Source: an optimization exercise on an open RTL-to-GDS flow (aim: small area, a short achievable clock period and few clock cycles). Production flows keep margins and buffers that such runs may drop.
Only simulation tests tie the RTL to the original design; equivalence was not proved.
Power and IR drop assume default switching activity.

--- run.sh ---
#!/bin/bash
# synth_recipe.tcl (not shown) runs the flow's synth.tcl, then flattens the netlist and writes it again
# the make line also repeats each setting of config.mk as NAME=value (left out here)
make -C /OpenROAD-flow-scripts/flow DESIGN_CONFIG=/design/flow/config.mk WORK_HOME=/design/flow/orfs CLKGATE_MAP_FILE= SYNTH_SCRIPT=/design/flow/synth_recipe.tcl finish
--- config.mk ---
export PLATFORM = sky130hd
export DESIGN_NAME = digest_unit
export DESIGN_NICKNAME = digest_unit
export VERILOG_FILES = /design/flow/design.v
export SDC_FILE = /design/flow/constraint.sdc
export NUM_CORES = 4
export LEC_CHECK = 0
export CAP_MARGIN = 20
export CORE_MARGIN = 2
export CORE_UTILIZATION = 40
export SLEW_MARGIN = 20
--- constraint.sdc ---
create_clock -name core_clock -period 10.0 [get_ports {clk}]
set_input_delay 2.0000 -clock core_clock [delete_from_list [all_inputs] [get_ports {clk}]]
set_output_delay 2.0000 -clock core_clock [all_outputs]
set_load 0.01 [all_outputs]
--- design.v ---
module digest_unit (
    input  wire        clk,
    input  wire        rst,
    input  wire        in_valid,
    output wire        in_ready,
    input  wire [63:0] in_data,
    input  wire [3:0]  in_nbytes,
    input  wire        in_last,
    input  wire [1:0]  in_alg,
    input  wire        in_expect,
    input  wire [63:0] in_cmp,
    output reg         out_valid,
    output reg  [63:0] out_digest,
    output reg         out_match,
    output reg         out_empty
);
    localparam [1:0] ALG_CRC32C = 2'd0;
    localparam [1:0] ALG_CRC64  = 2'd1;
    localparam [31:0] CRC32C_POLY_REFL = 32'h82F63B78;
    localparam [63:0] CRC64_POLY       = 64'h42F0E1EBA9EA3693;
    localparam [63:0] TH_INIT          = 64'h5D3A91C427E8B06F;
    localparam [63:0] TH_M1            = 64'h0000020000002001;
    localparam [63:0] TH_M2            = 64'h0080000020000081;
    localparam [2:0] S_IDLE = 3'd0;    
    localparam [2:0] S_BYTE = 3'd1;    
    localparam [2:0] S_PAD  = 3'd2;    
    localparam [2:0] S_FIN1 = 3'd3;    
    localparam [2:0] S_FIN2 = 3'd4;    
    localparam [2:0] S_DONE = 3'd5;    
    function [31:0] crc32c_byte(input [31:0] crc, input [7:0] b);
        integer k;
        reg [31:0] c;
        begin
            c = crc ^ {24'd0, b};
            for (k = 0; k < 8; k = k + 1)
                c = c[0] ? ((c >> 1) ^ CRC32C_POLY_REFL) : (c >> 1);
            crc32c_byte = c;
        end
    endfunction
    function [63:0] crc64_byte(input [63:0] crc, input [7:0] b);
        integer k;
        reg [63:0] c;
        begin
            c = crc ^ {b, 56'd0};
            for (k = 0; k < 8; k = k + 1)
                c = c[63] ? ((c << 1) ^ CRC64_POLY) : (c << 1);
            crc64_byte = c;
        end
    endfunction
    function [63:0] th64_mix(input [63:0] h, input [63:0] w);
        reg [63:0] p;
        begin
            p = (h ^ w) * TH_M1;
            th64_mix = {p[34:0], p[63:35]};    
        end
    endfunction
    reg [2:0]  state;
    reg [1:0]  alg;
    reg        expect_r;
    reg [63:0] cmp_r;
    reg [63:0] beat_data;      
    reg [3:0]  beat_left;      
    reg        beat_last;      
    reg        in_chain;       
    reg [63:0] crc;            
    reg [63:0] h;              
    reg [63:0] wbuf;           
    reg [2:0]  wcnt;           
    reg [63:0] n;              
    assign in_ready = (state == S_IDLE);
    wire       fire     = in_valid && in_ready;
    wire [7:0] cur_byte = beat_data[7:0];
    wire [63:0] wnext = wbuf | ({56'd0, cur_byte} << {wcnt, 3'b000});
    wire [63:0] f1a = h ^ n;
    wire [63:0] f1b = f1a ^ (f1a >> 31);
    wire [63:0] f1  = f1b * TH_M2;
    wire [63:0] f2a = h ^ (h >> 27);
    wire [63:0] f2b = f2a * TH_M1;
    wire [63:0] f2  = f2b ^ (f2b >> 33);
    reg [63:0] result;
    always @(*) begin
        case (alg)
            ALG_CRC32C: result = {32'd0, crc[31:0] ^ 32'hFFFFFFFF};
            ALG_CRC64:  result = crc;
            default:    result = h;
        endcase
    end
    always @(posedge clk) begin
        if (rst) begin
            state      <= S_IDLE;
            alg        <= 2'd0;
            expect_r   <= 1'b0;
            cmp_r      <= 64'd0;
            beat_data  <= 64'd0;
            beat_left  <= 4'd0;
            beat_last  <= 1'b0;
            in_chain   <= 1'b0;
            crc        <= 64'd0;
            h          <= 64'd0;
            wbuf       <= 64'd0;
            wcnt       <= 3'd0;
            n          <= 64'd0;
            out_valid  <= 1'b0;
            out_digest <= 64'd0;
            out_match  <= 1'b0;
            out_empty  <= 1'b0;
        end else begin
            out_valid <= 1'b0;
            case (state)
                S_IDLE: begin
                    if (fire) begin
                        if (!in_chain) begin
                            alg  <= in_alg;
                            crc  <= (in_alg == ALG_CRC32C) ? 64'h00000000FFFFFFFF : 64'd0;
                            h    <= TH_INIT;
                            wbuf <= 64'd0;
                            wcnt <= 3'd0;
                            n    <= 64'd0;
                        end
                        in_chain  <= 1'b1;
                        expect_r  <= in_expect;
                        cmp_r     <= in_cmp;
                        beat_data <= in_data;
                        beat_left <= in_nbytes;
                        beat_last <= in_last;
                        state     <= S_BYTE;
                    end
                end
                S_BYTE: begin
                    if (beat_left == 4'd0) begin
                        state <= beat_last ? S_PAD : S_IDLE;
                    end else begin
                        case (alg)
                            ALG_CRC32C: crc <= {32'd0, crc32c_byte(crc[31:0], cur_byte)};
                            ALG_CRC64:  crc <= crc64_byte(crc, cur_byte);
                            default: begin
                                if (wcnt == 3'd7) begin
                                    h    <= th64_mix(h, wnext);
                                    wbuf <= 64'd0;
                                end else begin
                                    wbuf <= wnext;
                                end
                                wcnt <= wcnt + 3'd1;
                            end
                        endcase
                        n         <= n + 64'd1;
                        beat_data <= beat_data >> 8;
                        beat_left <= beat_left - 4'd1;
                        if (beat_left == 4'd1)
                            state <= beat_last ? S_PAD : S_IDLE;
                    end
                end
                S_PAD: begin
                    if (wcnt != 3'd0)
                        h <= th64_mix(h, wbuf);
                    state <= S_FIN1;
                end
                S_FIN1: begin
                    h     <= f1;
                    state <= S_FIN2;
                end
                S_FIN2: begin
                    h     <= f2;
                    state <= S_DONE;
                end
                S_DONE: begin
                    out_valid  <= 1'b1;
                    out_digest <= result;
                    out_empty  <= (n == 64'd0);
                    out_match  <= expect_r && (n != 64'd0) && (result == cmp_r);
                    in_chain   <= 1'b0;
                    state      <= S_IDLE;
                end
                default: state <= S_IDLE;
            endcase
        end
    end
endmodule
==> results.cfg <==
[route]
highest_layer = met5
drt-total-wl_mm = 221
drtPass1Iterations = 8
viasPerCell = 6.09
postRouteAntennaNets = 0
route.detailed.drc = 0
via_count = 43803
wl_met3_mm = 24.5
wl_met2_mm = 92.1
wire_per_inst_um = 30.8
drt_iter0_markers = 5684
wl_met1_mm = 89.9

[clocking]
cts-root-buf = clkbuf_16
path_clk_slew_ns = 0.08
cts_hold_buf = 0
clock_sinks = 466
tritoncts = built
post_cts_resized = 0
post_cts_buffers = 0
htree_levels = 2
clk_latency_ns = 0.65
cts_buffer_depth = 3
tritoncts.num_buffers = 55

[cells_and_area]
drive_gt1_share_pct = 5.29
fin_cells = 7198
syn_to_final_growth_pct = 12.1
fin_area_sq_um = 51000
nNetsFinal = 6510

[power_and_ir_drop]
p_total_mw = 9.17
power.density_nw_per_um2 = 180
p_leak_nw = 22.9
vdd_drop_max_uv = 308

[floorplan]
die_h_um = 341
die_area_sq_um = 117000
core_area_sq_um = 113000
start_util_pct = 40.4
fp.dieW_um = 341
rows = 123
io_pins = 207

[global_route]
grt_max_degree = 174
grt_pass1_vias = 41007
grt_pass1_wl_mm = 309
grt_antenna_before_repair = 18
grtUsageTotal_pct = 36.8
overflow = 0

[logic_synthesis]
synthesis.nets = 6504
netlist_area_sq_um = 45500
synth_top_cell_by_area = dfxtp_1
yosys.cell_types.count = 90
synthFlopType = dfxtp_1
synth-edff-count = 0
ys_warn_count = 1
synthArstFlopShare_pct = 0
syn_avg_cell_area_sq_um = 8.06
synth-seq-cells = 466
synth.top_cell.area_share_pct = 20.5
synth_area_leaders = dfxtp_1 20%, ha_1 17%, xnor2_1 8.9%, xor2_1 6.8%, a21oi_1 6.2%
yosysMostFrequentCell = ha_1
ys_seq_area_share_pct = 20.5
yosys-top-cells-count = 613 x ha_1, 566 x a21oi_1, 503 x nand2_1
syn_inst = 5645

[sta]
timing.hold.ws_ns = 0.452
fin_crit_sh_pct = 67.2
slew_viol_final = 0
layout_min_cycle_time_ns = 6.72
worst_pin_slew_ns = 1.28
fmaxAchievable_mhz = 149
setup_viol = 0
hold_viol = 0
rsz0062_at_grt = no
skew_ns = 0.0414
finalSetupTns_ns = 0
slew_headroom_pct = 13.8

[outcome]
outcome = finished clean

[critical_path]
critPathKind = reg -> reg
cp-start-kind = flip-flop
r2r_slack_ns = 3.28
rr_startpoint = h[35]
end_kind = flip-flop
reg2reg_depth = 16
path_max_fanout = 7
cp.arrival_ns = 7.19
crit_required_ns = 10.47
worstReg2RegEnd = h[56]

[run]
cap_viol_max_count = 0

[min_path]
whs_path_depth = 2
worstHoldStart = beat_data[58]
hold_end = beat_data[58]
hold_path.class = reg -> reg

[place]
hpwl_mm = 176
place_area_sq_um = 49100
port_buffers = 206
place_congestion = 1.12
dpl.cell_count = 7093
[layer usage]
| metal | global-route usage, % | vias to the layer above |
|---|---|---|
| met2 | 54.1 | 2319 |
| met1 | 48.1 | 21183 |
| met3 | 10.5 | 547 |
| li1 | - | 19724 |
| met4 | 20.6 | 30 |
| met5 | 0.613 | - |
[final cells by class]
cell class | instances | area [sq um]
Tap cell | 1500 | 1880
Clock buffer | 75 | 1530
Sequential cell | 466 | 9330
Clock inverter | 26 | 397
Multi-Input combinational cell | 4493 | 33700
Timing Repair Buffer | 323 | 2970
Antenna cell | 3 | 7.51
Fill cell | 11297 | 61600
Inverter | 312 | 1170
[sequential cells by signal (all words and copies together) (netlist names), 2 cells and up]
| signal | cells |
|---|---|
| beat_data | 64 |
| wbuf | 64 |
| crc | 64 |
| n | 64 |
| state | 3 |
| beat_left | 4 |
| wcnt | 3 |
| out_digest | 64 |
| cmp_r | 64 |
| h | 64 |
| alg | 2 |
[worst max-delay path, cell delays in order (launching register included)]
cell and delay [ns]:
dfxtp_1 0.71, xor2_1 0.84, xnor2_2 0.49, ha_1 0.46, fa_1 0.40, ha_1 0.32, ha_1 0.45, nand2_1 0.14
or3_1 0.47, or2_2 0.31, o21ai_0 0.39, o21ai_1 0.24, o21a_1 0.28, nor2_1 0.14, mux2i_1 0.12, a221oi_1 0.58
a221oi_1 0.18
[per-stage QoR]
step | setup slack, ns | util [%]
6_report | 3.28 | 45.3
5_1_grt | 3.29 | 45.3
4_1_cts | 3.47 | 45.3
3_5_place_dp | 3.55 | 43.5
3_3_place_gp | 2.91 | 43.5
2_1_floorplan | 4.95 | -
[worst max-delay path by stage]
stage / from / slack (ns) / depth (start not counted) / endpoint
floorplan: wcnt[0] / 4.95 / 21 / h[26]
global placement: h[33] / 2.91 / 18 / h[56]
detailed placement: h[35] / 3.55 / 16 / h[56]
CTS: h[35] / 3.47 / 16 / h[60]
global route: h[35] / 3.29 / 16 / h[56]
finish: h[35] / 3.28 / 16 / h[56]
[cell families (layout without fill, tap and decap cells)]
kind of cell	after synthesis	after routing	synth area share, %
adders and majority gates	720	720	21.6
other	0	3	0
xor gates and xnor gates	848	848	17.2
muxes	15	15	0.335
and+or+nand+nor	1474	1474	14.5
DFF	466	466	20.5
buffers and inverters	686	736	5.79
AOI/OAI and AO/OA	1436	1436	20.1
[where the power goes]
part,internal [mW],leakage [nW],switching (mW),total [mW]
Sequential,1.97,3.80,0.156,2.12
Combinational,1.73,18.2,3.12,4.85
Clock,1.29,0.934,0.914,2.20
[layout by cell type (no fill, tap or decap), types with 42 or more instances in the layout]
cell type | synthesis | final
clkbuf_16 | 0 | 55
inv_1 | 311 | 311
buf_4 | 3 | 113
a22oi_1 | 84 | 84
a21o_1 | 114 | 114
nor2_1 | 498 | 496
clkdlybuf4s50_1 | 0 | 205
xnor2_1 | 464 | 458
nor3_1 | 99 | 96
a211oi_1 | 102 | 102
nand3_1 | 74 | 74
nand2_1 | 503 | 500
o21ai_0 | 190 | 189
a221oi_1 | 42 | 42
nand4_1 | 83 | 83
ha_1 | 613 | 613
a311oi_1 | 59 | 59
dfxtp_1 | 466 | 464
xor2_1 | 352 | 351
a21oi_1 | 566 | 565
fa_1 | 107 | 107
Testbench counts, summed over its fixed seeds: cycles 80,859.

[what the ideal ports hide]
Ports are ideal in the flow. The routed layout listed here was re-timed in OpenROAD.
Step 1 assumes that a clkbuf_16 drives the clock port and a buf_2 every other input.
Step 2 adds t to the input delays and takes it off the output delays; t is the mean of the earliest and latest rising clock arrival at the registers after step 1. Input paths then give back, and output paths get back, about the clock's delay inside the block.
Slacks: ideal ports / drivers / drivers and shift; pairs: ideal ports / drivers.
t (ns): 0.709
slack for setup (ns): 3.280 / 3.280 / 3.280
latest minus earliest clock arrival (ns): 0.041 / 0.042
worst data-port slew with drivers (ns): 0.09
After both steps this run still meets setup and hold. The setup slack of this run moves by 0.000 ns with the drivers and by 0.000 ns with both steps.
